Background: an optimization exercise with open tools, aiming at small area, a short achievable clock period and few clock cycles per item. Do not read the settings as production practice. At most, simulation tests tie the RTL to the original design; equivalence was not proved. No functional check of the RTL was part of runs 5 and 6. Power is estimated from default activity; no workload was simulated.

**flow/flow/run.sh**
```bash
#!/bin/bash
# Standard ORFS layout (standard synthesis unchanged). Timing repair keeps a
# setup margin so that it shortens the design's paths, and the port buffers
# are plain buffers.
set -euo pipefail
bash standard.sh SETUP_SLACK_MARGIN=13.8 BUFFER_PORTS_ARGS="-buffer_cell sky130_fd_sc_hd__buf_1" finish > standard.log 2>&1
```
**flow/standard.sh**
```bash
#!/bin/bash
# synth_recipe.tcl (not shown) runs the flow's synth.tcl, then flattens the netlist and writes it again
# the make line also repeats each setting of config.mk as NAME=value (left out here)
make -C /OpenROAD-flow-scripts/flow DESIGN_CONFIG=/design/flow/config.mk WORK_HOME=/design/flow/orfs CLKGATE_MAP_FILE= SYNTH_SCRIPT=/design/flow/synth_recipe.tcl "${@:-finish}"
```
**flow/config.mk**
```make
export PLATFORM = sky130hd
export DESIGN_NAME = rhalo_narrow
export DESIGN_NICKNAME = rhalo_narrow
export VERILOG_FILES = /design/flow/design.v
export SDC_FILE = /design/flow/constraint.sdc
export NUM_CORES = 4
export LEC_CHECK = 0
export CAP_MARGIN = 20
export CORE_MARGIN = 2
export CORE_UTILIZATION = 65
export CTS_BUF_LIST = sky130_fd_sc_hd__clkbuf_16
export CTS_CLUSTER_DIAMETER = 100
export CTS_CLUSTER_SIZE = 25
export PLACE_DENSITY = 0.75
export SLEW_MARGIN = 20
```
**flow/constraint.sdc**
```tcl
create_clock -name core_clock -period 19.0 [get_ports {clk}]
set_input_delay 3.8000 -clock core_clock [delete_from_list [all_inputs] [get_ports {clk}]]
set_output_delay 3.8000 -clock core_clock [all_outputs]
set_load 0.01 [all_outputs]
```
**flow/design.v**
```verilog
module rhalo_narrow (
    input  wire        clk,
    input  wire        rst,
    input  wire        in_valid,
    output wire        in_ready,
    input  wire [31:0] in_data,
    input  wire [3:0]  cfg_src,
    input  wire [3:0]  cfg_dst,
    input  wire [1:0]  cfg_rnd,
    input  wire [7:0]  cfg_es,
    input  wire [31:0] cfg_seed,
    input  wire [63:0] cfg_index,
    output wire        out_valid,
    input  wire        out_ready,
    output wire [15:0] out_t,
    output wire [24:0] out_r,
    output wire        out_esat,
    output wire        out_last,
    output wire [4:0]  out_k,
    output wire [7:0]  out_et,
    output wire        out_esc,
    output wire        out_sat,
    output wire        out_err
);
    localparam integer NS = 34;              
    localparam [31:0]  HC = 32'h9E37_79B1;   
    function [31:0] lfsr_step32;
        input [31:0] s;
        integer i;
        reg [31:0] v;
        begin
            v = s;
            for (i = 0; i < 32; i = i + 1)
                v = {v[30:0], v[31] ^ v[21] ^ v[1] ^ v[0]};
            lfsr_step32 = v;
        end
    endfunction
    function [31:0] sext_elem;
        input        s8;
        input        s16;
        input [31:0] d;
        begin
            sext_elem[7:0]   = d[7:0];
            sext_elem[15:8]  = s8 ? {8{d[7]}} : d[15:8];
            sext_elem[31:16] = s8 ? {16{d[7]}} : s16 ? {16{d[15]}} : d[31:16];
        end
    endfunction
    function [23:0] wide_therm;
        input [31:0] x;
        integer j;
        reg [30:0] e;
        reg        acc;
        begin
            e   = x[30:0] ^ {31{x[31]}};
            acc = 1'b0;
            wide_therm = 24'd0;
            for (j = 31; j >= 8; j = j - 1) begin
                acc = acc | e[j-1];
                wide_therm[j-8] = acc;
            end
        end
    endfunction
    function [4:0] therm_bin;
        input [23:0] t;
        integer b, m;
        reg [47:0] tx;
        begin
            tx = {24'd0, t};
            therm_bin = 5'd0;
            for (b = 0; b < 5; b = b + 1)
                for (m = 1; m <= 24; m = m + 1)
                    if (((m >> b) & 1) == 1 && ((m - 1) >> b) % 2 == 0)
                        therm_bin[b] = therm_bin[b] |
                            (t[m-1] & ~tx[m - 1 + (1 << b)]);
        end
    endfunction
    function [15:0] inc16;
        input [15:0] x;
        integer i;
        begin
            inc16[0] = ~x[0];
            for (i = 1; i < 16; i = i + 1)
                inc16[i] = x[i] ^ (&(x | ~((16'd1 << i) - 16'd1)));
        end
    endfunction
    function [5:0] inc_slot;
        input [5:0] s;
        begin
            inc_slot = (s == NS - 1) ? 6'd0 : s + 6'd1;
        end
    endfunction
    reg  [32*NS-1:0] ring;
    wire [31:0] ring0  = ring[31:0];
    wire [31:0] ring1  = ring[63:32];
    wire [31:0] ring33 = ring[32*NS-1 -: 32];
    wire wr;                                  
    always @(posedge clk) begin
        ring[31:0]          <= ring33;
        ring[63:32]         <= ird ? in_data : ring0;
        ring[32*NS-1:64]    <= ring[32*NS-33:32];
    end
    reg [5:0] ph;         
    reg [5:0] head;       
    reg [5:0] tail;       
    reg       full;       
    reg [4:0] wi;         
    reg       ird;        
    reg       xfull;      
    wire rd;              
    reg  ov;              
    reg  [4:0] ri;        
    assign in_ready = ird;
    assign wr = in_valid & ird;
    wire       near     = (inc_slot(tail) == head);    
    wire       full_nx  = ~rd & (full | (wr & near));
    wire       xdone;                         
    wire       xfull_nx = (wr & (wi == 5'd0)) | (xfull & ~xdone);
    wire       wi_nz_nx = wr ? (wi != 5'd31) : (wi != 5'd0);
    wire       ird_nx   = (wr | (ph == tail)) & ~full_nx &
                          (wi_nz_nx | ~xfull_nx);
    always @(posedge clk) begin
        if (rst) begin
            ph   <= 6'd0;
            head <= NS - 1;
            tail <= NS - 1;
            full <= 1'b0;
            wi   <= 5'd0;
            ird  <= 1'b1;
        end else begin
            ph   <= inc_slot(ph);
            if (rd) head <= inc_slot(head);
            if (wr) tail <= inc_slot(tail);
            full <= full_nx;
            if (wr) wi <= wi + 5'd1;
            ird  <= ird_nx;
        end
    end
    reg         l_s8, l_s16;
    reg         l_w16;
    reg         l_rnd;
    reg         l_err;
    reg  [7:0]  l_es;
    reg  [23:0] therm;
    reg         nw1, nw1_first, kc;
    wire cfg_bad = (cfg_src == 4'd0) || (cfg_src > 4'd3) ||
                   (cfg_dst == 4'd0) || (cfg_dst > 4'd3) ||
                   (cfg_dst >= cfg_src) || cfg_rnd[1];
    wire cap = ird & (wi == 5'd0);
    always @(posedge clk) begin
        if (cap) begin
            l_s8  <= (cfg_src[1:0] == 2'd1);
            l_s16 <= (cfg_src[1:0] == 2'd2);
            l_w16 <= cfg_dst[1];
            l_rnd <= cfg_rnd[0];
            l_err <= cfg_bad;
            l_es  <= cfg_es;
        end
    end
    wire [23:0] th_el = wide_therm(sext_elem(l_s8, l_s16, ring1));
    wire [23:0] th_f  = (nw1_first ? 24'd0 : therm) | th_el;
    always @(posedge clk) begin
        if (rst) begin
            nw1 <= 1'b0;
            kc  <= 1'b0;
        end else begin
            nw1 <= wr;
            kc  <= wr && (wi == 5'd31);
        end
        nw1_first <= (wi == 5'd0);
        if (nw1) therm <= th_f;
    end
    wire [23:0] kth = l_w16 ? {8'd0, th_f[23:8]} : th_f;
    wire [4:0]  kn  = therm_bin(kth);
    reg         c_esc;
    integer m;
    always @(*) begin
        c_esc = 1'b0;
        for (m = 1; m <= 24; m = m + 1)
            if (l_es == 8'd128 - m[7:0])
                c_esc = c_esc | kth[m-1];
    end
    wire [4:0]  c_k  = l_err ? 5'd0 : c_esc ? ~l_es[4:0] : kn;
    wire [7:0]  c_es = l_err ? 8'd0 : l_es;
    reg       p_v;
    reg       p_s8, p_s16, p_w16, p_rnd, p_err, p_esc;  reg [4:0] p_k;  reg [7:0] p_es;
    reg       r_v;
    reg       r_s8, r_s16, r_w16, r_rnd, r_err, r_esc;  reg [4:0] r_k;  reg [7:0] r_es;
    wire elig;
    wire r_load  = ~r_v | (elig & (ri == 5'd31) & (~ov | out_ready));
    wire r_fromp = r_load & p_v;
    wire r_fromc = r_load & ~p_v & kc;
    always @(posedge clk) begin
        if (rst) begin
            p_v <= 1'b0;
            r_v <= 1'b0;
            ri  <= 5'd0;
        end else begin
            if (r_load) r_v <= p_v | kc;
            if (r_fromp) p_v <= kc;
            else if (kc && !r_fromc) p_v <= 1'b1;
            if (rd) ri <= ri + 5'd1;
        end
        if (kc && !r_fromc) begin
            p_s8 <= l_s8; p_s16 <= l_s16; p_w16 <= l_w16; p_rnd <= l_rnd;
            p_err <= l_err; p_esc <= c_esc & ~l_err; p_k <= c_k; p_es <= c_es;
        end
        if (r_fromp) begin
            r_s8 <= p_s8; r_s16 <= p_s16; r_w16 <= p_w16; r_rnd <= p_rnd;
            r_err <= p_err; r_esc <= p_esc; r_k <= p_k; r_es <= p_es;
        end else if (r_fromc) begin
            r_s8 <= l_s8; r_s16 <= l_s16; r_w16 <= l_w16; r_rnd <= l_rnd;
            r_err <= l_err; r_esc <= c_esc & ~l_err; r_k <= c_k; r_es <= c_es;
        end
    end
    reg  [31:0] xs, xi, sd;
    reg  [4:0]  mstep;
    reg         mfirst;
    reg         sfull;
    wire [31:0] dmul = (xi[31:30] == 2'd0) ? 32'd0 :
                       (xi[31:30] == 2'd1) ? HC :
                       (xi[31:30] == 2'd2) ? (HC << 1) : (HC * 32'd3);
    wire [31:0] hsum = (mfirst ? 32'd0 : (sd << 2)) + dmul;
    wire        mgo  = xfull & ~sfull;
    wire        mlast = mstep[4];
    assign xdone = mgo & mlast;
    always @(posedge clk) begin
        if (mgo)
            sd <= mlast ? (xs ^ sd) : hsum;
        if (cap) begin
            xs <= cfg_seed ^ cfg_index[63:32];
            xi <= cfg_index[31:0];
        end else if (mgo) begin
            xi <= xi << 2;
        end
    end
    reg  [31:0] lfsr;
    reg         lv;
    wire last_rd = (ri == 5'd31);
    wire l_seed  = last_rd | ~lv;
    wire l_load  = (rd & (~last_rd | sfull)) | (~lv & sfull);
    wire s_use   = l_seed & sfull & (rd | ~lv);
    wire [31:0] s0 = (sd == 32'd0) ? 32'd1 : sd;
    wire [31:0] l_next = lfsr_step32(l_seed ? s0 : lfsr);
    always @(posedge clk) begin
        if (rst) begin
            xfull  <= 1'b0;
            sfull  <= 1'b0;
            mstep  <= 5'd0;
            mfirst <= 1'b1;
            lv     <= 1'b0;
        end else begin
            xfull <= xfull_nx;
            if (xdone) sfull <= 1'b1;
            else if (s_use) sfull <= 1'b0;
            if (mgo) begin
                mstep  <= mlast ? 5'd0 : mstep + 5'd1;
                mfirst <= mlast;
            end
            if (l_load) lv <= 1'b1;
            else if (rd & last_rd) lv <= 1'b0;
        end
        if (l_load) lfsr <= l_next;
    end
    reg        sat_acc;
    assign elig  = r_v & (ph == head) & lv;
    assign rd  = elig & (~ov | out_ready);
    wire [31:0] q    = sext_elem(r_s8, r_s16, ring33);
    wire [31:0] v    = $signed(q) >>> r_k;
    wire [23:0] mask = ~(24'hFFFFFF << r_k);
    wire [23:0] f    = q[23:0] & mask;
    wire [23:0] hm   = mask >> 1;
    wire        hb   = |(q[23:0] & (mask ^ hm));
    wire        stk  = |(q[23:0] & hm);
    wire        up_rne = hb & (stk | v[0]);
    wire        up_sto = (lfsr[23:0] & mask) < f;
    wire        up   = r_rnd ? up_sto : up_rne;
    wire        sgn   = v[31];
    wire        fits  = r_w16 ? (v[31:15] == {17{sgn}}) : (v[31:7] == {25{sgn}});
    wire        lowhi = r_w16 ? (&v[14:0]) : (&v[6:0]);
    wire        is_lm = r_w16 ? (v[31:15] == 17'h1FFFE) : (v[31:7] == 25'h1FFFFFE);
    wire        ovh0  = ~sgn & ~fits;
    wire        ovl0  =  sgn & ~fits;
    wire        ovh1  = ~sgn & (~fits | lowhi);
    wire        ovl1  =  sgn & ~fits & ~(is_lm & lowhi);
    wire [15:0] hi16  = r_w16 ? 16'h7FFF : 16'h007F;
    wire [15:0] lo16  = r_w16 ? 16'h8000 : 16'hFF80;
    wire [15:0] t0    = ovh0 ? hi16 : ovl0 ? lo16 : v[15:0];
    wire [15:0] t1    = ovh1 ? hi16 : ovl1 ? lo16 : inc16(v[15:0]);
    wire        es0   = ovh0 | ovl0;
    wire        es1   = ovh1 | ovl1;
    wire [15:0] t_c   = up ? t1 : t0;
    wire        esat  = up ? es1 : es0;
    wire        rneg  = up & ~es1;
    wire [24:0] r_c   = {rneg, (f | (~mask & {24{rneg}}))};
    reg [15:0] o_t;
    reg [24:0] o_r;
    reg        o_esat, o_last, o_sat, o_esc, o_err;
    reg [4:0]  o_k;
    reg [7:0]  o_et;
    always @(posedge clk) begin
        if (rst) begin
            ov      <= 1'b0;
            sat_acc <= 1'b0;
        end else begin
            if (rd) ov <= 1'b1;
            else if (out_ready) ov <= 1'b0;
            if (rd) sat_acc <= last_rd ? 1'b0 : (sat_acc | (esat & ~r_err));
        end
        if (rd) begin
            o_t    <= r_err ? 16'd0 : t_c;
            o_r    <= (r_err | r_esc) ? 25'd0 : r_c;
            o_esat <= esat & ~r_err;
            o_last <= last_rd;
            o_sat  <= (sat_acc | esat) & ~r_err;
            o_k    <= r_k;
            o_et   <= r_es + {3'd0, r_k};
            o_esc  <= r_esc;
            o_err  <= r_err;
        end
    end
    assign out_valid = ov;
    assign out_t     = o_t;
    assign out_r     = o_r;
    assign out_esat  = o_esat;
    assign out_last  = o_last;
    assign out_k     = o_k;
    assign out_et    = o_et;
    assign out_esc   = o_esc;
    assign out_sat   = o_sat;
    assign out_err   = o_err;
endmodule
```
==> summary.txt, run 1 <==
root buf cell=clkbuf_16; drt total wl=105 mm; antenna violations before repair=4; # IOs=211; Crit path required time=15.20 ns; total negative slack=0 ns; diode count=0; Worst setup EP type=output pin; pin count of the biggest net entering global routing=74; crit path cell chain=buf_1; Final ANT Viol Nets=0; relative slew slack=0.212; Slew Limit Fails=0; synth warn=1; area grow syn2layout=8.85%; worst-margin pin slew=1.18 ns; final cell count without fillers=4495; min-delay worst type=reg2reg; Buf+Inv Stages, Crit Path=1; RSZ-0062 raised after global routing=no; Post-Synthesis Cells=~3400; routed length per instance=23.4 um; Top FF cell, synth=dfxtp_1; final clock skew=~0.042 ns; min cycle time layout=5.10 ns; most frequent cells after synthesis=1134 x dfxtp_1, 262 x edfxtp_1, 237 x nand2_1, 205 x nor2_1, 134 x a21oi_1; Leak=between 15 and 20 nW; synth unique cells=between 90 and 100; placed insts=4378; fraction of layout cells with a size suffix above 1=0.0812; mean area per synthesized cell=12.9 um^2; Worst-path clk slew=0.10 ns; grt ovf=0; FF+latch count, synth=1396; Final GP Congestion=0.936; Power Density=143 nW/um^2; CP Launch Type=flip-flop; Worst EP arrival=1.30 ns; nets@finish=3823; global-route wire length before repair=roughly 160 mm; Via Count=26400; hold_buf cts=0; Mapped Area=44000 um^2; Final Hold Viols=0; cell family with most CP delay=flip-flops; Vias/cell=between 5 and 6; count leader, synth=dfxtp_1; worst skew pair latency=0.67 ns; Crit Path Max Fanout=1; Global Route Usage Sum=0.297; total CTS buffers=67; slowest CP cell=edfxtp_1; cell taking the most area after synthesis=dfxtp_1; DIE AREA=69800 um^2; Async SR Flop Fraction=0; initial core utilization=0.656; Setup Crit Path Kind=reg2out; hpwl dp=68.8 mm; Core ar.=67200 um^2; top cell type's share of synthesized area=0.515; ranking of synthesized cells by area=dfxtp_1 52%, edfxtp_1 18%, xor2_1 2.6%; Final Cycle Share=0.268; Post-synth EDFFs=262; status=no timing/DRC/antenna violations; Starting DRT DRC Count=3174; Max Cap Viol=0; CTS tree=done; row count=95; Max Freq=196 MHz; drt pass-1 iters=9; sequential-to-total area share from yosys stat=0.694; clk sinks=1396; Syn Nets=3642; H-tree Lvls=3; port buffer count=210; Horiz. Die Dim=264 um; clock tree buffer depth=3; setup violators final=0; # DRC=0; worst IR drop on VDD=0.173 mV; number of global-route vias before repair=26200; slowest stage delay, CP=about 0.48 ns; Die Ht=~260 um
-- path summary, 6_finish.rpt --
check                 start         to  slack, ns  cells after the start
hold reg to reg   ring[941]  ring[973]       0.30                      0
setup / recovery    o_et[3]  out_et[3]      13.90                      1
setup reg to reg     r_k[2]    o_t[10]      14.00                     17
hold / removal    ring[941]  ring[973]       0.30                      0
-- cells by family (layout without fill, tap and decap cells) --
logic type / count (synthesis) / in the layout / share of synthesized area
buffers and inverters: 205 / 414 / 0.0194
AND/OR/NAND/NOR: 806 / 807 / 0.0893
XOR/XNOR: 261 / 261 / 0.0551
AO/OA/AOI/OAI: 510 / 511 / 0.0767
flip-flops: 1396 / 1396 / 0.694
adder cells (fa/ha/maj): 81 / 81 / 0.0234
multiplexers: 152 / 152 / 0.0420
-- area by class of cell --
class                   instances  area, um^2
flip-flops and latches       1396       30600
fillers                      4372       19200
multi-input cells            1812       12800
clock buffers                  67        1680
repair buffers                250        1150
well taps                     873        1090
clock inverters                32         330
inverters                      64         272
repair inverters                1        11.3
-- state kept, by name (all words and copies together) (netlist names), 16 cells and up --
name   count
ring    1088
lfsr      32
sd        32
xi        32
xs        32
o_r       25
therm     24
o_t       16
-- cell usage in the layout, fill, tap and decap left out, types with 10 or more instances in the layout --
cell,count
a211oi_1,15
a21o_1,34
a21oi_1,131
a31oi_1,13
and2_1,19
and3_1,20
buf_1,210
buf_4,29
clkbuf_16,67
dfxtp_1,1132
edfxtp_1,262
ha_1,79
inv_1,81
mux2_2,80
mux2i_1,51
mux4_2,18
nand2_1,235
nand2b_1,26
nand3_1,43
nand4_1,27
nor2_1,202
nor2b_1,61
nor3_1,47
nor4_1,24
o211ai_1,26
o21a_1,22
o21ai_0,98
o22ai_1,18
o31ai_1,16
or2_2,10
or3_1,27
or4_1,15
xnor2_1,113
xor2_1,133
-- power by group --
part	switching, mW	internal (mW)	total [mW]	leakage (nW)
combinational	0.873	0.708	1.58	5.86
clock	0.926	0.669	1.60	1.04
sequential	0.171	3.53	3.70	12.0
total	1.97	4.91	6.88	18.9
-- stage by stage --
step / hold WS [ns] / setup slack [ns] / area (um^2) / power, mW / util
after global routing: 0.316 / 13.81 / 47900 / 7.12 / 0.714
after floorplan: 0.310 / 13.51 / 44100 / 4.92 / -
after CTS: 0.310 / 13.81 / 47700 / 6.87 / 0.710
after detailed placement: 0.312 / 12.28 / 45500 / 5.29 / 0.678
after global placement: 0.310 / 12.47 / 45500 / 5.21 / 0.678
final: 0.302 / 13.90 / 47900 / 6.88 / 0.714
-- repair_timing --
item                       CTS  global route
setup endpoints to repair  134            82
resized for setup           28            29
gates cloned                 2             1
setup buffers                5             9
pin swaps                    0             2
-- layer usage --
layer | wire, um | global-route usage | up-vias
met4 | 4040 | 0.108 | 2
met5 | 13 | 0 | -
met3 | 6900 | 0.0482 | 263
li1 | - | - | 12200
met1 | 44700 | 0.407 | 12800
met2 | 49500 | 0.479 | 1200
Testbench counts, summed over its fixed seeds: cycles 65,808, items 2,048.
==> inputs of run 2 (changes only) <==
--- a/flow/config.mk
+++ b/flow/config.mk
@@ -7,2 +7,3 @@
 export LEC_CHECK = 0
+export ABC_AREA = 1
 export CAP_MARGIN = 20
==> summary.txt, run 2 <==
sequential-to-total area share from yosys stat=0.711 (+0.0169); Horiz. Die Dim=261 um (-1.2%); Async SR Flop Fraction=0 (unchanged); root buf cell=clkbuf_16; Worst Slack Setup Final=12.66 ns (-1.24 ns); H-tree Lvls=3 (unchanged); Mapped Area=43000 um^2 (-2.4%); total negative slack=0 ns (unchanged); min-delay worst type=reg2reg; status=no timing/DRC/antenna violations; slowest stage delay, CP=0.35 ns (-0.13 ns); top cell type's share of synthesized area=0.528 (+0.0126); DIE AREA=68200 um^2 (-2.3%); dpl cell area=44900 um^2 (-1.5%); total CTS buffers=67 (unchanged); hpwl dp=61.8 mm (-10%); Leak=20.4 nW (+8.3%); # DRC=0 (unchanged); row count=94 (-1.1%); port buffer count=210 (unchanged); most frequent cells in the layout=1128 x dfxtp_1, 565 x nand2_1, 344 x inv_1; Final Hold Viols=0 (unchanged); final core area utilization=0.750 (+0.0359); Post-Synthesis Cells=3795 (+11%); initial core utilization=0.655 (-0.000687); commonest non-fill, non-tap cell in the layout=dfxtp_1; CTS tree=done; worst skew pair latency=0.64 ns (-0.03 ns); nets@finish=4350 (+14%); routed length per instance=18.9 um (-19%); hold slack=0.324 ns (+0.0220 ns); Slew Limit Fails=0 (unchanged); Worst-path clk slew=0.10 ns (about the same); worst IR drop on VDD=0.120 mV (-31%); Worst setup EP type=flip-flop; Post-synth EDFFs=262 (unchanged); slowest CP cell=dfxtp_2; final clock skew=0.0239 ns (-0.0182 ns); clock tree buffer depth=3 (unchanged); antenna violations before repair=5 (+1); synth unique cells=65 (-31%); Final GP Congestion=0.955 (+2.1%); most frequent cells after synthesis=1134 x dfxtp_1, 608 x nand2_1, 348 x inv_1, 262 x edfxtp_1, 246 x o21ai_0; Worst EP arrival=6.74 ns (+5.44 ns); Via Count=27200 (+3.1%); design area=49200 um^2 (+2.6%); final cell count without fillers=5017 (+12%); FF+latch count, synth=1396 (unchanged); # IOs=211 (unchanged); Power Density=135 nW/um^2 (-6.1%); Global Route Usage Sum=0.265 (-0.0311); Crit Path Max Fanout=7 (+6); Top FF cell, synth=dfxtp_1; cell taking the most area after synthesis=dfxtp_1; area grow syn2layout=14.4%; Largest register FFs=1088 (unchanged); global-route wire length before repair=140 mm (-11%); number of global-route vias before repair=25400 (-3.2%); Syn Nets=4026 (+11%); count leader, synth=dfxtp_1; Final Cycle Share=0.334 (+0.0654); min cycle time layout=6.34 ns (+1.24 ns); RSZ-0062 raised after global routing=yes; hold_buf cts=0 (unchanged); Vias/cell=5.43 (-7.6%); Final ANT Viol Nets=0 (unchanged); CP Launch Type=flip-flop; relative slew slack=0.300 (+0.0884); Final Power=6.63 mW (-3.6%); drt total wl=94.8 mm (-9.8%); grt ovf=0 (unchanged); pin count of the biggest net entering global routing=76 (+2.7%); worst-margin pin slew=1.05 ns (-0.130 ns); synth warn=1 (unchanged); setup violators final=0 (unchanged); Starting DRT DRC Count=2878 (-9.3%); Core ar.=65600 um^2 (-2.3%); ranking of synthesized cells by area=dfxtp_1 53%, edfxtp_1 18%, nand2_1 5.3%; Largest Register=ring; cell family with most CP delay=simple AND/OR/NAND/NOR gates; Top cell by count, worst path=nand2_4; fraction of layout cells with a size suffix above 1=0.132 (+0.0506); placed insts=4801 (+9.7%); Max Cap Viol=0 (unchanged); Max Freq=158 MHz (-20%); clk sinks=1396 (unchanged); Setup Crit Path Kind=reg2reg; pre-CTS setup slack=12.13 ns (-0.150 ns); Buf+Inv Stages, Crit Path=4 (+3); Die Ht=261 um (-1.2%); Crit path required time=19.40 ns (+4.20 ns); mean area per synthesized cell=11.3 um^2 (-12%); drt pass-1 iters=11 (+2); FILL cells=4350 (-0.50%)
-- run 2: cell type report --
type                            instances  area, um^2  area share
Antenna cell                            3        7.51    0.000153
Clock buffer                           68        1700      0.0346
Clock inverter                         32         262     0.00532
Inverter                              364        1430      0.0291
Multi-Input combinational cell       1951       12200       0.249
Sequential cell                      1396       30600       0.622
Tap cell                              864        1080      0.0220
Timing Repair Buffer                  334        1860      0.0379
Timing Repair inverter                  5        35.0    0.000712
-- run 2: kinds of logic after synthesis --
| family | share of synthesized area |
|---|---|
| mux | 0.00978 |
| simple gates | 0.117 |
| fa+ha+maj | 0.0239 |
| flops | 0.711 |
| xor+xnor | 0.0252 |
| compound gates | 0.0730 |
| buf+inv | 0.0399 |
-- run 2: final timing paths --
check | end | start | cells after the start | slack, ns
min reg2reg | ring[461] | ring[429] | 0 | 0.32
min | ring[461] | ring[429] | 0 | 0.32
max | lfsr[0] | ri[0] | 51 | 12.66
max reg2reg | lfsr[0] | ri[0] | 51 | 12.66
-- run 2: report_power, final --
| group | switching (mW) | total [mW] | internal [mW] |
|---|---|---|---|
| clock | 0.891 | 1.56 | 0.670 |
| sequential | 0.117 | 3.49 | 3.37 |
| combinational | 1.01 | 1.58 | 0.562 |
-- run 2: timing repair --
item / CTS / global route
resized for setup: 179 / 170
setup endpoints to repair: 120 / 100
endpoints found under the hold margin: 0 / 0
pin swaps: 40 / 61
buffers inserted: 48 / 54
cloned: 7 / 4
-- run 2: routing by layer --
layer / global-route usage / vias to the layer above / routed length, um
met5: 0 / - / 13
met4: 0.0799 / 2 / 2950
met3: 0.0470 / 192 / 7370
met2: 0.404 / 1056 / 42000
met1: 0.391 / 12900 / 42400
li1: - / 13100 / -
==> inputs of run 3 (changes only) <==
--- a/flow/config.mk
+++ b/flow/config.mk
@@ -7,3 +7,2 @@
 export LEC_CHECK = 0
-export ABC_AREA = 1
 export CAP_MARGIN = 20
@@ -13,3 +12,3 @@
 export CTS_CLUSTER_DIAMETER = 100
-export CTS_CLUSTER_SIZE = 25
+export CTS_CLUSTER_SIZE = 32
 export PLACE_DENSITY = 0.75
==> summary.txt, run 3 <==
Core ar.=67200 um^2 (+2.3%); total CTS buffers=51 (-24%); Crit Path Max Fanout=1 (-6); FF+latch count, synth=1396 (unchanged); Final GP Congestion=0.936 (-2.0%); fraction of layout cells with a size suffix above 1=0.0762 (-0.0556); Largest register FFs=1088 (unchanged); total negative slack=0 ns (unchanged); Via Count=26100 (-4.4%); FILL cells=4433 (+1.9%); sequential-to-total area share from yosys stat=0.694 (-0.0169); final cell count without fillers=4470 (-11%); Buf+Inv Stages, Crit Path=1 (-3); mean area per synthesized cell=12.9 um^2 (+14%); worst-margin pin slew=1.14 ns (+0.0940 ns); slowest stage delay, CP=0.49 ns (+0.14 ns); Max Cap Viol=0 (unchanged); design area=47400 um^2 (-3.6%); CP Launch Type=flip-flop; final clock skew=0.0512 ns (+0.0274 ns); most frequent cells in the layout=1132 x dfxtp_1, 262 x edfxtp_1, 235 x nand2_1; worst skew pair latency=0.69 ns (+0.05 ns); nets@finish=3802 (-13%); global-route wire length before repair=154 mm (+10%); initial core utilization=0.656 (+0.000687); Horiz. Die Dim=264 um (+1.2%); GRT busiest layer=met2; synth warn=1 (unchanged); hold_buf cts=0 (unchanged); Max Freq=195 MHz (+24%); commonest non-fill, non-tap cell in the layout=dfxtp_1; RSZ-0062 raised after global routing=yes; worst IR drop on VDD=0.174 mV (+45%); Die Ht=264 um (+1.2%); ranking of synthesized cells by area=dfxtp_1 52%, edfxtp_1 18%, xor2_1 2.6%; DIE AREA=69800 um^2 (+2.4%); Slew Limit Fails=0 (unchanged); cell taking the most area after synthesis=dfxtp_1; pin count of the biggest net entering global routing=74 (-2.6%); clk sinks=1396 (unchanged); H-tree Lvls=2 (-1); Async SR Flop Fraction=0 (unchanged); CTS tree=done; # DRC=0 (unchanged); met1 Use GR=0.405 (+0.0136); Syn Nets=3642 (-9.5%); min cycle time layout=5.13 ns (-1.21 ns); Starting DRT DRC Count=3089 (+7.3%); row count=95 (+1.1%); area grow syn2layout=7.70%; Crit path required time=15.20 ns (-4.20 ns); Global Route Usage Sum=0.287 (+0.0219); # IOs=211 (unchanged); grt ovf=0 (unchanged); antenna violations before repair=2 (-3); GR Util met3=0.0409 (-0.00612); Worst setup EP type=output pin; min-delay worst type=reg2reg; top cell type's share of synthesized area=0.515 (-0.0126); Leak=18.6 nW (-8.9%); Power Density=140 nW/um^2 (+4.0%); GR Util met2=0.468 (+0.0640); count leader, synth=dfxtp_1; hpwl dp=68.8 mm (+11%); pre-CTS setup slack=12.28 ns (+0.150 ns); synth unique cells=94 (+45%); slowest CP cell=edfxtp_1; crit path cell chain=buf_1; Vias/cell=5.83 (+7.3%); cell family with most CP delay=flip-flops; Post-Synthesis Cells=3411 (-10%); Final Hold Viols=0 (unchanged); Largest Register=ring; status=no timing/DRC/antenna violations; Setup Crit Path Kind=reg2out; most frequent cells after synthesis=1134 x dfxtp_1, 262 x edfxtp_1, 237 x nand2_1, 205 x nor2_1, 134 x a21oi_1; Worst Slack Setup Final=13.87 ns (+1.21 ns); port buffer count=210 (unchanged); routed length per instance=22.7 um (+20%); Final ANT Viol Nets=0 (unchanged); Final Cycle Share=0.270 (-0.0636); Worst EP arrival=1.33 ns (-5.41 ns); placed insts=4378 (-8.8%); relative slew slack=0.237 (-0.0627); setup violators final=0 (unchanged); Mapped Area=44000 um^2 (+2.4%); clock tree buffer depth=3 (unchanged); number of global-route vias before repair=25500 (+0.47%); dpl cell area=45500 um^2 (+1.5%); drt total wl=102 mm (+7.2%); Top FF cell, synth=dfxtp_1; drt pass-1 iters=6 (-5); Worst-path clk slew=0.11 ns (about the same); root buf cell=clkbuf_16; Post-synth EDFFs=262 (unchanged)
## run 3: cell count changes in the layout (fill, tap and decap cells not counted), moves of 42 or more
cell,change
buf_4,-85
nand2_4,-47
nor2b_1,+61
xor2_1,+61
mux2_2,+48
mux2i_1,+46
nand3_1,-42
o21ai_0,-105
xnor2_1,+71
inv_1,-266
nand2_1,-330
## run 3: final cells by class
class	instances	area (um^2)	share of cell area
diodes	1	2.50	0.0000528
clock buffers	51	1280	0.0269
clock inverters	27	249	0.00525
inverters	64	272	0.00572
multi-input cells	1812	12800	0.271
flip-flops and latches	1396	30600	0.645
well taps	873	1090	0.0230
repair buffers	246	1130	0.0237
## run 3: what timing repair did
item                                    in CTS  in global routing
cloned                                       2                  0
endpoints found under the setup margin     134                 98
gates resized for setup                     29                 34
setup buffers                                4                  6
pin swaps                                    0                  2
## run 3: worst paths after layout
check / from / end / slack (ns) / cells past startpoint
max reg2reg: ri[0] / lfsr[2] / 13.96 / 16
min reg2reg: ring[298] / ring[330] / 0.30 / 0
min: ring[298] / ring[330] / 0.30 / 0
max: o_et[3] / out_et[3] / 13.87 / 1
## run 3: power breakdown
part	internal, mW	switching (mW)	total [mW]	leakage, nW
registers	3.53	0.169	3.70	12.0
logic	0.706	0.862	1.57	5.84
clock network	0.511	0.870	1.38	0.801
## run 3: through the flow
stage          utilization  total power, mW  hold WS (ns)
2_1_floorplan            -             4.92         0.310
5_1_grt              0.706             6.89         0.315
3_3_place_gp         0.678             5.21         0.310
6_report             0.706             6.65         0.305
3_5_place_dp         0.678             5.29         0.312
4_1_cts              0.703             6.64         0.306
## run 3: logic make-up after synthesis
kind of cell / after synthesis / synth area share
and+or+nand+nor: 806 / 0.0893
buffers and inverters: 205 / 0.0194
AOI/OAI and AO/OA: 510 / 0.0767
muxes: 152 / 0.0420
xor gates and xnor gates: 261 / 0.0551
adders and majority gates: 81 / 0.0234
DFF: 1396 / 0.694
## run 3: routing by layer
metal / part of all wire / up-vias
met4: 0.029 / 0
met2: 0.47 / 1108
met3: 0.065 / 170
li1: - / 12100
met1: 0.43 / 12700
met5: 0 / -
==> inputs of run 4 (changes only) <==
==> flow/flow/run.sh (replaced) <==
#!/bin/bash
# Standard ORFS layout (standard synthesis unchanged). Timing repair keeps a
# setup margin so that it shortens the design's paths, and the port buffers
# are plain buffers.
set -euo pipefail
bash standard.sh SETUP_SLACK_MARGIN=14 BUFFER_PORTS_ARGS="-buffer_cell sky130_fd_sc_hd__buf_2" finish > standard.log 2>&1
--- a/flow/config.mk
+++ b/flow/config.mk
@@ -12,3 +12,3 @@
 export CTS_CLUSTER_DIAMETER = 100
-export CTS_CLUSTER_SIZE = 32
+export CTS_CLUSTER_SIZE = 25
 export PLACE_DENSITY = 0.75
==> summary.txt, run 4 <==
fraction of layout cells with a size suffix above 1=0.144 (+0.0673); Clk pwr share=0.233 (+0.025); sequential-to-total area share from yosys stat=0.694 (unchanged); Crit Path Max Fanout=1 (unchanged); Comb power frac=0.233 (-0.003); pre-CTS setup slack=12.35 ns (+0.0613 ns); Worst Slack Setup Final=13.91 ns (+0.0417 ns); total CTS buffers=67 (+31%); clk sinks=1396 (unchanged); Buf+Inv Stages, Crit Path=1 (unchanged); CTS tree=done; min cycle time layout=5.09 ns (-0.0417 ns); synth warn=1 (unchanged); root buf cell=clkbuf_16; antenna violations before repair=8 (+6); ranking of synthesized cells by area=dfxtp_1 52%, edfxtp_1 18%, xor2_1 2.6%; hold slack=0.284 ns (-0.0208 ns); top cell type's share of synthesized area=0.515 (unchanged); drt total wl=108 mm (+6.6%); Pint=4.94 mW (+4.0%); Crit path required time=15.20 ns (about the same); RSZ-0062 raised after global routing=yes; Starting DRT DRC Count=2843 (-8.0%); # IOs=211 (unchanged); count leader, synth=dfxtp_1; Worst EP arrival=1.29 ns (-0.04 ns); setup violators final=0 (unchanged); clock tree buffer depth=3 (unchanged); Max Cap Viol=0 (unchanged); H-tree Lvls=3 (+1); Core ar.=67200 um^2 (unchanged); Power Density=143 nW/um^2 (+2.2%); FILL cells=4257 (-4.0%); Final Cycle Share=0.268 (-0.00219); status=no timing/DRC/antenna violations; Horiz. Die Dim=264 um (unchanged); Via Count=26600 (+2.1%); Leak=19.6 nW (+5.0%); pin count of the biggest net entering global routing=76 (+2.7%); Top FF cell, synth=dfxtp_1; final clock skew=0.0518 ns (+0.000603 ns); Slew Limit Fails=0 (unchanged); mean area per synthesized cell=12.9 um^2 (unchanged); Largest Register=ring; CP Launch Type=flip-flop; sw frac=0.288 (+0.00201); sw power=2.00 mW (+5.1%); Final Hold Viols=0 (unchanged); Largest register FFs=1088 (unchanged); grt ovf=0 (unchanged); worst skew pair latency=0.65 ns (-0.04 ns); dpl cell area=45800 um^2 (+0.63%); nets@finish=3827 (+0.66%); drt pass-1 iters=6 (unchanged); cell taking the most area after synthesis=dfxtp_1; crit path cell chain=buf_2; design area=48400 um^2 (+2.0%); slowest CP cell=edfxtp_1; min-delay worst type=reg2reg; # DRC=0 (unchanged); initial core utilization=0.656 (unchanged); Mapped Area=44000 um^2 (unchanged); number of global-route vias before repair=26700 (+4.6%); global-route wire length before repair=163 mm (+5.8%); most frequent cells after synthesis=1134 x dfxtp_1, 262 x edfxtp_1, 237 x nand2_1, 205 x nor2_1, 134 x a21oi_1; row count=95 (unchanged); Max Freq=197 MHz (+0.82%); DIE AREA=69800 um^2 (unchanged); FF+latch count, synth=1396 (unchanged); r2r setup slk=14.10 ns (+0.14 ns); port buffer count=210 (unchanged); hpwl dp=70.1 mm (+2.0%); commonest non-fill, non-tap cell in the layout=dfxtp_1; total negative slack=0 ns (unchanged); Async SR Flop Fraction=0 (unchanged); Final ANT Viol Nets=0 (unchanged); Post-synth EDFFs=262 (unchanged); Global Route Usage Sum=0.306 (+0.0190); synth unique cells=94 (unchanged); Setup Crit Path Kind=reg2out; worst-margin pin slew=1.15 ns (+0.00650 ns); worst IR drop on VDD=0.178 mV (+2.4%); Die Ht=264 um (unchanged); cell family with most CP delay=flip-flops; routed length per instance=24.0 um (+5.8%); relative slew slack=0.233 (-0.00434); Worst-path clk slew=0.10 ns (about the same); Post-Synthesis Cells=3411 (unchanged); area grow syn2layout=9.91%; Worst setup EP type=output pin; Sequential Power Share=0.534 (-0.022); slowest stage delay, CP=0.48 ns (about the same); Vias/cell=5.91 (+1.4%); final core area utilization=0.721 (+0.0145); Syn Nets=3642 (unchanged); Final GP Congestion=0.946 (+1.1%); most frequent cells in the layout=1131 x dfxtp_1, 262 x edfxtp_1, 232 x nand2_1
==> run 4: worst paths after layout <==
kind                     end       start  cells past startpoint
setup reg to reg      r_k[2]    ring[63]                     13
hold / removal    ring[1036]  ring[1004]                      0
setup / recovery   out_et[3]     o_et[3]                      1
hold reg to reg   ring[1036]  ring[1004]                      0
==> run 4: kinds of logic (layout without fill, tap and decap cells) <==
family,count (synthesis),count (layout),share of synthesized area
AND/OR/NAND/NOR,806,806,0.0893
buffers and inverters,205,423,0.0194
adder cells (fa/ha/maj),81,81,0.0234
flip-flops,1396,1396,0.694
AO/OA/AOI/OAI,510,511,0.0767
multiplexers,152,152,0.0420
XOR/XNOR,261,261,0.0551
other,0,1,0
==> run 4: repair_timing <==
action | CTS | global route
pin swaps | 0 | 4
gates cloned | 3 | 0
hold buffers | 0 | 0
resized for setup | 52 | 42
setup endpoints to repair | 175 | 126
buffers inserted | 6 | 10
hold endpoints to repair | 0 | 0
==> run 4: layout make-up <==
| class | count | area (um^2) | area share |
|---|---|---|---|
| diodes | 1 | 2.50 | 0.0000517 |
| clock buffers | 67 | 1680 | 0.0346 |
| clock inverters | 36 | 380 | 0.00786 |
| inverters | 64 | 256 | 0.00530 |
| multi-input cells | 1811 | 12900 | 0.266 |
| flip-flops and latches | 1396 | 30600 | 0.632 |
| well taps | 873 | 1090 | 0.0226 |
| repair buffers | 254 | 1520 | 0.0314 |
| repair inverters | 2 | 17.5 | 0.000362 |
==> run 4: through the flow <==
stage	total power [mW]	cells
6_report	6.94	4504
3_5_place_dp	5.29	4380
4_1_cts	6.91	4492
5_1_grt	7.19	4504
2_1_floorplan	4.92	3411
3_3_place_gp	5.22	4380
==> run 4: routing by layer <==
layer	global-route usage	wire [um]
met1	0.420	45000
met2	0.494	50700
met3	0.0494	7940
met4	0.116	4640
met5	0	21
==> run 4: power by group through the flow <==
| stage | clock, mW | sequential, mW | combinational [mW] |
|---|---|---|---|
| 6_report | 1.62 | 3.70 | 1.62 |
| 5_1_grt | 1.73 | 3.72 | 1.73 |
| 4_1_cts | 1.64 | 3.70 | 1.57 |
| 3_5_place_dp | 0 | 3.75 | 1.54 |
| 3_3_place_gp | 0 | 3.73 | 1.49 |
| 2_1_floorplan | 0 | 3.66 | 1.25 |
==> inputs of run 5 (changes only) <==
--- a/flow/design.v
+++ b/flow/design.v
@@ -28,9 +28,17 @@
         input [31:0] s;
-        integer i;
-        reg [31:0] v;
+        integer m;
+        reg [32:0] a, n;
         begin
-            v = s;
-            for (i = 0; i < 32; i = i + 1)
-                v = {v[30:0], v[31] ^ v[21] ^ v[1] ^ v[0]};
-            lfsr_step32 = v;
+            a = 33'd0;
+            n = 33'd0;
+            for (m = 1; m <= 32; m = m + 1) begin
+                a[m] = s[32-m] ^ ((m <= 22) ? s[(m <= 22) ? 22-m : 0]
+                                            : n[(m > 22) ? m-22 : 0]);
+                if (m == 1)      n[m] = a[1] ^ s[0] ^ s[1];
+                else if (m == 2) n[m] = a[2] ^ a[1] ^ s[1];
+                else if (m == 3) n[m] = a[3] ^ a[2] ^ s[0];
+                else             n[m] = a[m] ^ a[m-1] ^ n[(m > 3) ? m-3 : 0];
+            end
+            for (m = 0; m < 32; m = m + 1)
+                lfsr_step32[m] = n[32-m];
         end
--- a/flow/config.mk
+++ b/flow/config.mk
@@ -7,2 +7,3 @@
 export LEC_CHECK = 0
+export ABC_AREA = 1
 export CAP_MARGIN = 20
==> summary.txt, run 5 <==
status=no timing/DRC/antenna violations; final cell count without fillers=4831 (+7.3%); cell taking the most area after synthesis=dfxtp_1; Horiz. Die Dim=261 um (-1.4%); Vias/cell=5.25 (-11%); top cell type's share of synthesized area=0.531 (+0.0151); CTS tree=done; drt total wl=86.9 mm (-20%); grt ovf=0 (unchanged); Largest Register=ring; Starting DRT DRC Count=2401 (-16%); Pint=4.48 mW (-9.2%); initial core utilization=0.653 (-0.00262); Crit path required time=15.20 ns (about the same); FF+latch count, synth=1396 (unchanged); # DRC=0 (unchanged); worst skew pair latency=0.66 ns (about the same); hold slack=0.312 ns (+0.0281 ns); placed insts=4653 (+6.2%); min-delay worst type=reg2reg; antenna violations before repair=0 (-8); sw frac=0.262 (-0.0259); Async SR Flop Fraction=0 (unchanged); setup violators final=0 (unchanged); port buffer count=210 (unchanged); hpwl dp=58.6 mm (-16%); synth unique cells=67 (-29%); worst-margin pin slew=0.974 ns (-0.175 ns); Clk pwr share=0.260 (+0.027); DIE AREA=67900 um^2 (-2.8%); clock tree buffer depth=3 (unchanged); number of global-route vias before repair=24300 (-9.0%); Top FF cell, synth=dfxtp_1; Buf+Inv Stages, Crit Path=1 (unchanged); diode count=0 (-1); most frequent cells after synthesis=1134 x dfxtp_1, 551 x nand2_1, 334 x inv_1, 262 x edfxtp_1, 222 x o21ai_0; # IOs=211 (unchanged); Final Power=6.08 mW (-12%); slowest CP cell=edfxtp_1; CP Launch Type=flip-flop; FILL cells=4473 (+5.1%); most frequent cells in the layout=1129 x dfxtp_1, 541 x nand2_1, 339 x inv_1; Worst-path clk slew=0.09 ns (about the same); Worst setup EP type=output pin; worst IR drop on VDD=0.122 mV (-31%); Final Cycle Share=0.272 (+0.00420); Sequential Power Share=0.579 (+0.045); Final GP Congestion=0.958 (+1.3%); row count=94 (-1.1%); Crit Path Max Fanout=1 (unchanged); RSZ-0062 raised after global routing=yes; Final Hold Viols=0 (unchanged); Leak=20.2 nW (+3.3%); synth warn=1 (unchanged); Worst EP arrival=1.37 ns (+0.08 ns); crit path cell chain=buf_2; drt pass-1 iters=5 (-1); Syn Nets=3885 (+6.7%); slowest stage delay, CP=0.52 ns (+0.04 ns); nets@finish=4166 (+8.9%); Largest register FFs=1088 (unchanged); sequential-to-total area share from yosys stat=0.714 (+0.0203); relative slew slack=0.350 (+0.117); total negative slack=0 ns (unchanged); final core area utilization=0.731 (+0.0101); pin count of the biggest net entering global routing=51 (-33%); routed length per instance=18.0 um (-25%); count leader, synth=dfxtp_1; Final ANT Viol Nets=0 (unchanged); hold_buf cts=0 (unchanged); fraction of layout cells with a size suffix above 1=0.151 (+0.00747); cell family with most CP delay=flip-flops; H-tree Lvls=3 (unchanged); Mapped Area=42800 um^2 (-2.8%); root buf cell=clkbuf_16; global-route wire length before repair=132 mm (-19%); Core ar.=65500 um^2 (-2.5%); mean area per synthesized cell=11.7 um^2 (-9.3%); total CTS buffers=67 (unchanged); final clock skew=0.0376 ns (-0.0142 ns); ranking of synthesized cells by area=dfxtp_1 53%, edfxtp_1 18%, nand2_1 4.8%; Max Cap Viol=0 (unchanged); Die Ht=261 um (-1.4%); pre-CTS setup slack=13.00 ns (+0.654 ns); Max Freq=193 MHz (-1.5%); Global Route Usage Sum=0.253 (-0.0533); commonest non-fill, non-tap cell in the layout=dfxtp_1; Via Count=25400 (-4.6%); r2r setup slk=14.17 ns (+0.07 ns); dpl cell area=44700 um^2 (-2.5%); Post-Synthesis Cells=3654 (+7.1%); design area=47900 um^2 (-1.1%); Power Density=127 nW/um^2 (-11%); sw power=1.59 mW (-20%); Setup Crit Path Kind=reg2out; clk sinks=1396 (unchanged); Worst Slack Setup Final=13.83 ns (-0.0798 ns); Comb power frac=0.161 (-0.072); Post-synth EDFFs=262 (unchanged); area grow syn2layout=11.9%; min cycle time layout=5.17 ns (+0.0798 ns); Slew Limit Fails=0 (unchanged)
## run 5: power groups by stage
stage	sequential (mW)	combinational, mW	clock [mW]
2_1_floorplan	3.53	0.666	0
3_3_place_gp	3.58	0.827	0
6_report	3.52	0.977	1.58
5_1_grt	3.55	1.07	1.71
3_5_place_dp	3.59	0.853	0
4_1_cts	3.53	0.866	1.62
## run 5: logic make-up after synthesis
group           Yosys count  synth area share
compound gates          529            0.0712
xor+xnor                185            0.0435
fa+ha+maj                81            0.0240
buf+inv                 429            0.0386
flops                  1396             0.714
mux                      44            0.0115
simple gates            990            0.0966
## run 5: routing by layer
| layer | part of all wire | vias to the layer above | GRT usage | wire length (um) |
|---|---|---|---|---|
| li1 | - | 12500 | - | - |
| met1 | 0.45 | 11900 | 0.348 | 38700 |
| met2 | 0.47 | 852 | 0.414 | 40700 |
| met3 | 0.058 | 150 | 0.0360 | 5010 |
| met4 | 0.029 | 0 | 0.0883 | 2540 |
| met5 | 0 | - | 0 | 0 |
## run 5: final cells by class
type                            count  area (um^2)  area share
Clock inverter                     33          338     0.00706
Multi-Input combinational cell   1834        11100       0.232
Sequential cell                  1396        30600       0.639
Tap cell                          864         1080      0.0226
Clock buffer                       68         1700      0.0355
Timing Repair Buffer              288         1700      0.0356
Inverter                          341         1320      0.0277
Timing Repair inverter              7         47.5    0.000993
## run 5: path summary, 6_finish.rpt
path         startpoint  cells after the start         end
max             o_et[0]                      1   out_et[0]
max reg2reg       r_s16                     28     o_t[15]
min           ring[993]                      0  ring[1025]
min reg2reg   ring[993]                      0  ring[1025]
## run 5: timing repair
action	CTS	global route
endpoints found under the setup margin	164	138
buffers inserted	18	46
pin swaps	2	25
resized for setup	48	117
gates cloned	9	4
==> inputs of run 6 (changes only) <==
--- a/flow/design.v
+++ b/flow/design.v
@@ -28,17 +28,9 @@
         input [31:0] s;
-        integer m;
-        reg [32:0] a, n;
+        integer i;
+        reg [31:0] v;
         begin
-            a = 33'd0;
-            n = 33'd0;
-            for (m = 1; m <= 32; m = m + 1) begin
-                a[m] = s[32-m] ^ ((m <= 22) ? s[(m <= 22) ? 22-m : 0]
-                                            : n[(m > 22) ? m-22 : 0]);
-                if (m == 1)      n[m] = a[1] ^ s[0] ^ s[1];
-                else if (m == 2) n[m] = a[2] ^ a[1] ^ s[1];
-                else if (m == 3) n[m] = a[3] ^ a[2] ^ s[0];
-                else             n[m] = a[m] ^ a[m-1] ^ n[(m > 3) ? m-3 : 0];
-            end
-            for (m = 0; m < 32; m = m + 1)
-                lfsr_step32[m] = n[32-m];
+            v = s;
+            for (i = 0; i < 32; i = i + 1)
+                v = {v[30:0], v[31] ^ v[21] ^ v[1] ^ v[0]};
+            lfsr_step32 = v;
         end
@@ -104,5 +96,6 @@
     wire wr;                                  
+    wire [31:0] in_q;                         
     always @(posedge clk) begin
         ring[31:0]          <= ring33;
-        ring[63:32]         <= ird ? in_data : ring0;
+        ring[63:32]         <= ird ? in_q : ring0;
         ring[32*NS-1:64]    <= ring[32*NS-33:32];
@@ -166,3 +159,6 @@
     end
-    wire [23:0] th_el = wide_therm(sext_elem(l_s8, l_s16, ring1));
+    wire w_s8  = (wi == 5'd0) ? (cfg_src[1:0] == 2'd1) : l_s8;
+    wire w_s16 = (wi == 5'd0) ? (cfg_src[1:0] == 2'd2) : l_s16;
+    assign in_q = sext_elem(w_s8, w_s16, in_data);
+    wire [23:0] th_el = wide_therm(ring1);
     wire [23:0] th_f  = (nw1_first ? 24'd0 : therm) | th_el;
@@ -192,5 +188,5 @@
     reg       p_v;
-    reg       p_s8, p_s16, p_w16, p_rnd, p_err, p_esc;  reg [4:0] p_k;  reg [7:0] p_es;
+    reg       p_w16, p_rnd, p_err, p_esc;  reg [4:0] p_k;  reg [7:0] p_es;
     reg       r_v;
-    reg       r_s8, r_s16, r_w16, r_rnd, r_err, r_esc;  reg [4:0] r_k;  reg [7:0] r_es;
+    reg       r_w16, r_rnd, r_err, r_esc;  reg [4:0] r_k;  reg [7:0] r_es;
     wire elig;
@@ -211,3 +207,3 @@
         if (kc && !r_fromc) begin
-            p_s8 <= l_s8; p_s16 <= l_s16; p_w16 <= l_w16; p_rnd <= l_rnd;
+            p_w16 <= l_w16; p_rnd <= l_rnd;
             p_err <= l_err; p_esc <= c_esc & ~l_err; p_k <= c_k; p_es <= c_es;
@@ -215,6 +211,6 @@
         if (r_fromp) begin
-            r_s8 <= p_s8; r_s16 <= p_s16; r_w16 <= p_w16; r_rnd <= p_rnd;
+            r_w16 <= p_w16; r_rnd <= p_rnd;
             r_err <= p_err; r_esc <= p_esc; r_k <= p_k; r_es <= p_es;
         end else if (r_fromc) begin
-            r_s8 <= l_s8; r_s16 <= l_s16; r_w16 <= l_w16; r_rnd <= l_rnd;
+            r_w16 <= l_w16; r_rnd <= l_rnd;
             r_err <= l_err; r_esc <= c_esc & ~l_err; r_k <= c_k; r_es <= c_es;
@@ -274,3 +270,3 @@
     assign rd  = elig & (~ov | out_ready);
-    wire [31:0] q    = sext_elem(r_s8, r_s16, ring33);
+    wire [31:0] q    = ring33;
     wire [31:0] v    = $signed(q) >>> r_k;
==> flow/flow/run.sh (replaced) <==
#!/bin/bash
# Standard ORFS layout (standard synthesis unchanged). Timing repair keeps a
# setup margin so that it shortens the design's paths, and the port buffers
# are plain buffers.
set -euo pipefail
bash standard.sh SETUP_SLACK_MARGIN=13.8 BUFFER_PORTS_ARGS="-buffer_cell sky130_fd_sc_hd__buf_1" finish > standard.log 2>&1
--- a/flow/config.mk
+++ b/flow/config.mk
@@ -7,3 +7,2 @@
 export LEC_CHECK = 0
-export ABC_AREA = 1
 export CAP_MARGIN = 20
==> summary.txt, run 6 <==
worst skew pair latency=0.65 ns (about the same); total negative slack=0 ns (unchanged); min cycle time layout=5.14 ns (-0.0254 ns); port buffer count=210 (unchanged); most frequent cells in the layout=1130 x dfxtp_1, 258 x edfxtp_1, 210 x buf_1; fraction of layout cells with a size suffix above 1=0.0829 (-0.0681); hold slack=0.318 ns (+0.00559 ns); Worst Slack Setup Final=13.86 ns (+0.0254 ns); final clock skew=0.0343 ns (-0.00338 ns); cell family with most CP delay=flip-flops; hold_buf cts=0 (unchanged); number of global-route vias before repair=24200 (-0.37%); Top FF cell, synth=dfxtp_1; Buf+Inv Stages, Crit Path=1 (unchanged); synth warn=1 (unchanged); root buf cell=clkbuf_16; Mapped Area=43300 um^2 (+1.1%); Crit Path Max Fanout=1 (unchanged); status=no timing/DRC/antenna violations; pin count of the biggest net entering global routing=76 (+49%); Syn Nets=3456 (-11%); Largest register FFs=1088 (unchanged); Final Cycle Share=0.271 (-0.00134); row count=94 (unchanged); cell taking the most area after synthesis=dfxtp_1; Crit path required time=15.20 ns (about the same); total CTS buffers=66 (-1.5%); Final GP Congestion=0.933 (-2.6%); antenna violations before repair=2 (+2); ranking of synthesized cells by area=dfxtp_1 52%, edfxtp_1 18%, xor2_1 2.6%; Final Power=7.03 mW (+16%); Power Density=150 nW/um^2 (+18%); crit path cell chain=buf_1; slowest stage delay, CP=0.52 ns (about the same); Async SR Flop Fraction=0 (unchanged); drt total wl=94.7 mm (+9.0%); count leader, synth=dfxtp_1; nets@finish=3650 (-12%); worst-margin pin slew=0.971 ns (-0.00347 ns); FILL cells=4300 (-3.9%); sw power=1.97 mW (+24%); Horiz. Die Dim=262 um (+0.53%); pre-CTS setup slack=12.35 ns (-0.650 ns); Comb power frac=0.214 (+0.053); slowest CP cell=edfxtp_1; Global Route Usage Sum=0.273 (+0.0204); Sequential Power Share=0.567 (-0.012); Final ANT Viol Nets=0 (unchanged); Largest Register=ring; Die Ht=262 um (+0.53%); setup violators final=0 (unchanged); Post-Synthesis Cells=3225 (-12%); commonest non-fill, non-tap cell in the layout=dfxtp_1; drt pass-1 iters=6 (+1); Core ar.=65900 um^2 (+0.54%); mean area per synthesized cell=13.4 um^2 (+15%); CP Launch Type=flip-flop; top cell type's share of synthesized area=0.525 (-0.00571); routed length per instance=21.9 um (+22%); sw frac=0.281 (+0.0186); Setup Crit Path Kind=reg2out; Worst EP arrival=1.34 ns (-0.03 ns); Pint=5.06 mW (+13%); global-route wire length before repair=143 mm (+7.7%); worst IR drop on VDD=0.231 mV (+89%); Leak=18.3 nW (-9.6%); relative slew slack=0.352 (+0.00232); grt ovf=0 (unchanged); Starting DRT DRC Count=2420 (+0.79%); hpwl dp=63.9 mm (+9.0%); Slew Limit Fails=0 (unchanged); # DRC=0 (unchanged); min-delay worst type=reg2reg; RSZ-0062 raised after global routing=no; Max Freq=194 MHz (+0.49%); DIE AREA=68600 um^2 (+1.1%); most frequent cells after synthesis=1134 x dfxtp_1, 258 x edfxtp_1, 170 x a21oi_1, 170 x nand2_1, 152 x nor2_1; Final Hold Viols=0 (unchanged); sequential-to-total area share from yosys stat=0.704 (-0.0105); Worst setup EP type=output pin; Post-synth EDFFs=258 (-1.5%); Clk pwr share=0.219 (-0.041); Worst-path clk slew=0.10 ns (about the same); clock tree buffer depth=3 (unchanged); H-tree Lvls=3 (unchanged); Via Count=24500 (-3.4%); area grow syn2layout=8.75%; synth unique cells=94 (+40%); Vias/cell=5.68 (+8.1%); Max Cap Viol=0 (unchanged); CTS tree=done; # IOs=211 (unchanged); clk sinks=1392 (-0.29%); FF+latch count, synth=1392 (-0.29%); initial core utilization=0.657 (+0.00357)
## run 6: changes by cell type after synthesis, moves of 23 or more
cell | before | now
o21ai_0 | 222 | 85
inv_1 | 334 | 84
mux2_2 | 36 | 74
mux2i_1 | 6 | 56
xnor2_1 | 36 | 123
and2_1 | 2 | 26
nand3_1 | 87 | 57
nor2b_1 | 0 | 52
a21oi_1 | 147 | 170
mux4_2 | 0 | 42
nand2_1 | 551 | 170
nor2_1 | 220 | 152
## run 6: cell families (layout without fill, tap and decap cells)
group                    after synthesis  count (layout)  synth area share
XOR/XNOR                             258             258            0.0541
adder cells (fa/ha/maj)               82              82            0.0240
AO/OA/AOI/OAI                        479             480            0.0713
other                                  0               1                 0
multiplexers                         175             175            0.0551
AND/OR/NAND/NOR                      635             635            0.0726
buffers and inverters                204             430            0.0188
flip-flops                          1392            1392             0.704
## run 6: what timing repair did
| action | CTS | global route |
|---|---|---|
| cloned | 1 | 0 |
| endpoints found under the setup margin | 121 | 70 |
| buffers inserted | 3 | 0 |
| gates resized for setup | 11 | 28 |
| hold endpoints to repair | 0 | 0 |
| pin swaps | 2 | 0 |
## run 6: per-layer routing
metal  global-route usage  vias to the layer above  part of all wire
met1                0.396                    12000              0.45
met4               0.0808                        0             0.027
li1                     -                    11600                 -
met2                0.436                      843              0.47
met3               0.0353                      160             0.060
met5                    0                        -                 0
## run 6: path summary, 6_finish.rpt
path / start / to / slack, ns / cells past startpoint
worst min-delay path: ring[542] / ring[574] / 0.32 / 0
worst max-delay path: o_et[3] / out_et[3] / 13.86 / 1
worst max register to register: ri[0] / lfsr[3] / 14.09 / 16
worst min register to register: ring[542] / ring[574] / 0.32 / 0
## run 6: power by group through the flow
stage          sequential (mW)  combinational [mW]  clock, mW
2_1_floorplan             3.89                1.18          0
3_3_place_gp              4.01                1.42          0
3_5_place_dp              4.04                1.46          0
4_1_cts                   4.00                1.47       1.57
5_1_grt                   4.03                1.63       1.66
6_report                  3.99                1.50       1.54
## run 6: layout make-up
| cell class | instances | area, um^2 | area share |
|---|---|---|---|
| diodes | 1 | 2.50 | 0.0000532 |
| clock buffers | 66 | 1650 | 0.0351 |
| clock inverters | 35 | 256 | 0.00545 |
| inverters | 90 | 339 | 0.00721 |
| multi-input cells | 1630 | 12200 | 0.259 |
| flip-flops and latches | 1392 | 30500 | 0.647 |
| well taps | 864 | 1080 | 0.0230 |
| repair buffers | 239 | 1060 | 0.0225 |
## run 6: per-stage QoR
stage / std cells / area [um^2] / util
after floorplan: 3225 / 43400 / -
final: 4317 / 47000 / 0.714
after global routing: 4316 / 47000 / 0.714
after global placement: 4210 / 44900 / 0.682
after CTS: 4315 / 46900 / 0.712
after detailed placement: 4210 / 44900 / 0.682
==> inputs of run 7 (changes only) <==
--- a/flow/design.v
+++ b/flow/design.v
@@ -219,3 +219,3 @@
     reg  [31:0] xs, xi, sd;
-    reg  [4:0]  mstep;
+    reg  [3:0]  mstep;
     reg         mfirst;
@@ -227,3 +227,3 @@
     wire        mgo  = xfull & ~sfull;
-    wire        mlast = mstep[4];
+    wire        mlast = (mstep == 4'd15);
     assign xdone = mgo & mlast;
@@ -231,3 +231,3 @@
         if (mgo)
-            sd <= mlast ? (xs ^ sd) : hsum;
+            sd <= hsum ^ (xs & {32{mlast}});
         if (cap) begin
@@ -251,3 +251,3 @@
             sfull  <= 1'b0;
-            mstep  <= 5'd0;
+            mstep  <= 4'd0;
             mfirst <= 1'b1;
@@ -259,3 +259,3 @@
             if (mgo) begin
-                mstep  <= mlast ? 5'd0 : mstep + 5'd1;
+                mstep  <= mstep + 4'd1;
                 mfirst <= mlast;
==> summary.txt, run 7 <==
status=no timing/DRC/antenna violations; Post-synth EDFFs=258 (unchanged); placed insts=4099 (-2.6%); global-route wire length before repair=134 mm (-5.8%); Pint=5.39 mW (+6.4%); drt pass-1 iters=5 (-1); grt ovf=0 (unchanged); Max Freq=196 MHz (+0.84%); Vias/cell=5.58 (-1.8%); Crit Path Max Fanout=1 (unchanged); Worst path depth=1 (unchanged); port buffer count=210 (unchanged); hold_buf cts=0 (unchanged); total CTS buffers=67 (+1.5%); FF+latch count, synth=1391 (-0.072%); Worst Slack Setup Final=13.90 ns (+0.0428 ns); diode count=0 (-1); Worst EP arrival=1.30 ns (-0.04 ns); CTS tree=done; count leader, synth=dfxtp_1; fraction of layout cells with a size suffix above 1=0.0895 (+0.00664); pin count of the biggest net entering global routing=68 (-11%); Largest Register=ring; commonest non-fill, non-tap cell in the layout=dfxtp_1; total negative slack=0 ns (unchanged); min cycle time layout=5.10 ns (-0.0428 ns); worst reg2reg path depth=17 (+1); Final GP Congestion=0.899 (-3.6%); Slew Limit Fails=0 (unchanged); row count=94 (unchanged); setup violators final=0 (unchanged); clock tree buffer depth=3 (unchanged); Worst-path clk slew=0.09 ns (about the same); Power Density=161 nW/um^2 (+7.8%); Mapped Area=43000 um^2 (-0.60%); final clock skew=0.0372 ns (+0.00294 ns); Final ANT Viol Nets=0 (unchanged); cell taking the most area after synthesis=dfxtp_1; worst IR drop on VDD=0.233 mV (+0.84%); antenna violations before repair=5 (+3); Buf+Inv Stages, Crit Path=1 (unchanged); Largest register FFs=1088 (unchanged); Leak=18.3 nW (+0.14%); Via Count=23500 (-4.3%); DIE AREA=68200 um^2 (-0.59%); slowest stage delay, CP=0.49 ns (-0.03 ns); cell family with most CP delay=flip-flops; most frequent cells after synthesis=1133 x dfxtp_1, 258 x edfxtp_1, 152 x a21oi_1, 149 x nand2_1, 128 x xor2_1; crit path cell chain=buf_1; H-tree Lvls=3 (unchanged); ranking of synthesized cells by area=dfxtp_1 53%, edfxtp_1 18%, xor2_1 2.6%; Final Hold Viols=0 (unchanged); slowest CP cell=edfxtp_1; # IOs=211 (unchanged); hpwl dp=59.7 mm (-6.5%); sw frac=0.285 (+0.00427); hold slack=0.317 ns (-0.000548 ns); CP Launch Type=flip-flop; Syn Nets=3348 (-3.1%); root buf cell=clkbuf_16; area grow syn2layout=8.63%; relative slew slack=0.306 (-0.0457); most frequent cells in the layout=1131 x dfxtp_1, 258 x edfxtp_1, 210 x buf_1; Clk pwr share=0.211 (-0.008); Horiz. Die Dim=261 um (-0.29%); Final Cycle Share=0.268 (-0.00225); Setup Crit Path Kind=reg2out; Top FF cell, synth=dfxtp_1; initial core utilization=0.655 (-0.00157); final cell count without fillers=4205 (-2.6%); Post-Synthesis Cells=3117 (-3.3%); synth unique cells=97 (+3.2%); Starting DRT DRC Count=1818 (-25%); worst skew pair latency=0.66 ns (about the same); top cell type's share of synthesized area=0.528 (+0.00268); clk sinks=1391 (-0.072%); worst-margin pin slew=1.03 ns (+0.0627 ns); synth warn=1 (unchanged); Global Route Usage Sum=0.259 (-0.0147); final core area utilization=0.712 (-0.00247); Async SR Flop Fraction=0 (unchanged); Final Power=7.53 mW (+7.1%); RSZ-0062 raised after global routing=yes; number of global-route vias before repair=23300 (-3.5%); Hold Path Stages=0 (unchanged); design area=46700 um^2 (-0.70%); drt total wl=89.2 mm (-5.8%); routed length per instance=21.2 um (-3.3%); Worst setup EP type=output pin; Crit path required time=15.20 ns (about the same); sequential-to-total area share from yosys stat=0.708 (+0.00375); dpl cell area=44600 um^2 (-0.76%); # DRC=0 (unchanged); min-delay worst type=reg2reg; pre-CTS setup slack=12.85 ns (+0.502 ns); Core ar.=65600 um^2 (-0.36%); sw power=2.15 mW (+8.7%); mean area per synthesized cell=13.8 um^2 (+2.8%); Comb power frac=0.252 (+0.038); Die Ht=261 um (-0.29%); Sequential Power Share=0.536 (-0.031); Max Cap Viol=0 (unchanged); nets@finish=3540 (-3.0%)
-- run 7: cell count changes in the layout (fill, tap and decap cells not counted), moves of 10 or more --
cell,delta
mux2_4,-10
o21ai_0,-26
nand2_1,-20
a21oi_1,-16
xnor2_2,+10
inv_1,-14
mux2_2,+18
nor2b_1,+14
nor2_1,-28
nand3_1,-24
-- run 7: repair_timing --
action,CTS,global route
pin swaps,2,0
setup buffers,3,0
endpoints found under the setup margin,63,45
resized for setup,3,8
cloned,1,0
-- run 7: worst paths after layout --
kind,start,end,slack [ns]
setup / recovery,o_et[5],out_et[5],13.90
hold / removal,ring[225],ring[257],0.32
setup reg to reg,r_k[4],o_t[12],13.91
hold reg to reg,ring[225],ring[257],0.32
-- run 7: layout make-up --
class / count / area, um^2
repair buffers: 235 / 983
clock inverters: 31 / 260
clock buffers: 70 / 1750
well taps: 864 / 1080
flip-flops and latches: 1391 / 30400
multi-input cells: 1534 / 11900
inverters: 80 / 308
fillers: 4317 / 18900
-- run 7: power by group through the flow --
stage	Combinational [mW]	Sequential (mW)	Clock [mW]
after floorplan	1.58	3.95	0
after global placement	1.83	4.06	0
after detailed placement	1.88	4.09	0
after CTS	1.89	4.05	1.62
after global routing	2.05	4.09	1.72
final	1.90	4.04	1.59
-- run 7: routing by layer --
layer	GRT usage	share of wire	vias up	wire length, um
met1	0.370	0.45	11400	39900
li1	-	-	11100	-
met5	0	0	-	0
met2	0.422	0.47	765	42000
met4	0.0679	0.022	0	1960
met3	0.0337	0.060	131	5380
-- run 7: logic make-up (layout without fill, tap and decap cells) --
kind of cell | count (synthesis) | after routing | synth area share
DFF | 1391 | 1391 | 0.708
and+or+nand+nor | 566 | 566 | 0.0668
AOI/OAI and AO/OA | 431 | 432 | 0.0652
xor gates and xnor gates | 275 | 275 | 0.0608
buffers and inverters | 193 | 416 | 0.0187
muxes | 179 | 179 | 0.0565
adders and majority gates | 82 | 82 | 0.0242
Testbench counts of run 7, summed over its fixed seeds: cycles 65,808, items 2,048.

## static timing again, ports no longer ideal
No port has a modelled driver above. Below, the same layouts with a new extraction and two added sets of constraints. Step 1, drivers: a clkbuf_16 drives clk and a buf_2 each remaining input, both assumed. Step 2 also shifts input and output timing later by t, the mid clock arrival at the registers, as if the neighbouring blocks saw the same clock. a / b / c = ideal / step 1 / step 2; a / b = the first two.
run | t (ns) | slack for setup (ns) | slew at the worst register clock pin (ns) | worst data-port slew with drivers (ns) | cell pins on the clock port's net
run 1 | 0.716 | 13.903 / 13.834 / 13.365 | 0.10 / 0.10 | 0.05 | 1
run 2 | 0.697 | 12.661 / 12.661 / 12.661 | 0.10 / 0.10 | 0.07 | 1
run 3 | 0.737 | 13.870 / 13.797 / 13.190 | 0.12 / 0.12 | 0.06 | 1
run 4 | 0.706 | 13.911 / 13.845 / 13.402 | 0.11 / 0.11 | 0.07 | 1
run 5 | 0.700 | 13.832 / 13.770 / 13.413 | 0.10 / 0.10 | 0.05 | 1
run 6 | 0.702 | 13.857 / 13.788 / 13.176 | 0.10 / 0.10 | 0.06 | 1
run 7 | 0.704 | 13.900 / 13.834 / 13.257 | 0.10 / 0.10 | 0.06 | 1
After both steps setup and hold are still met in every run listed. The setup slack of run 6, which loses most, moves by -0.069 ns with the drivers and by -0.681 ns with both steps.
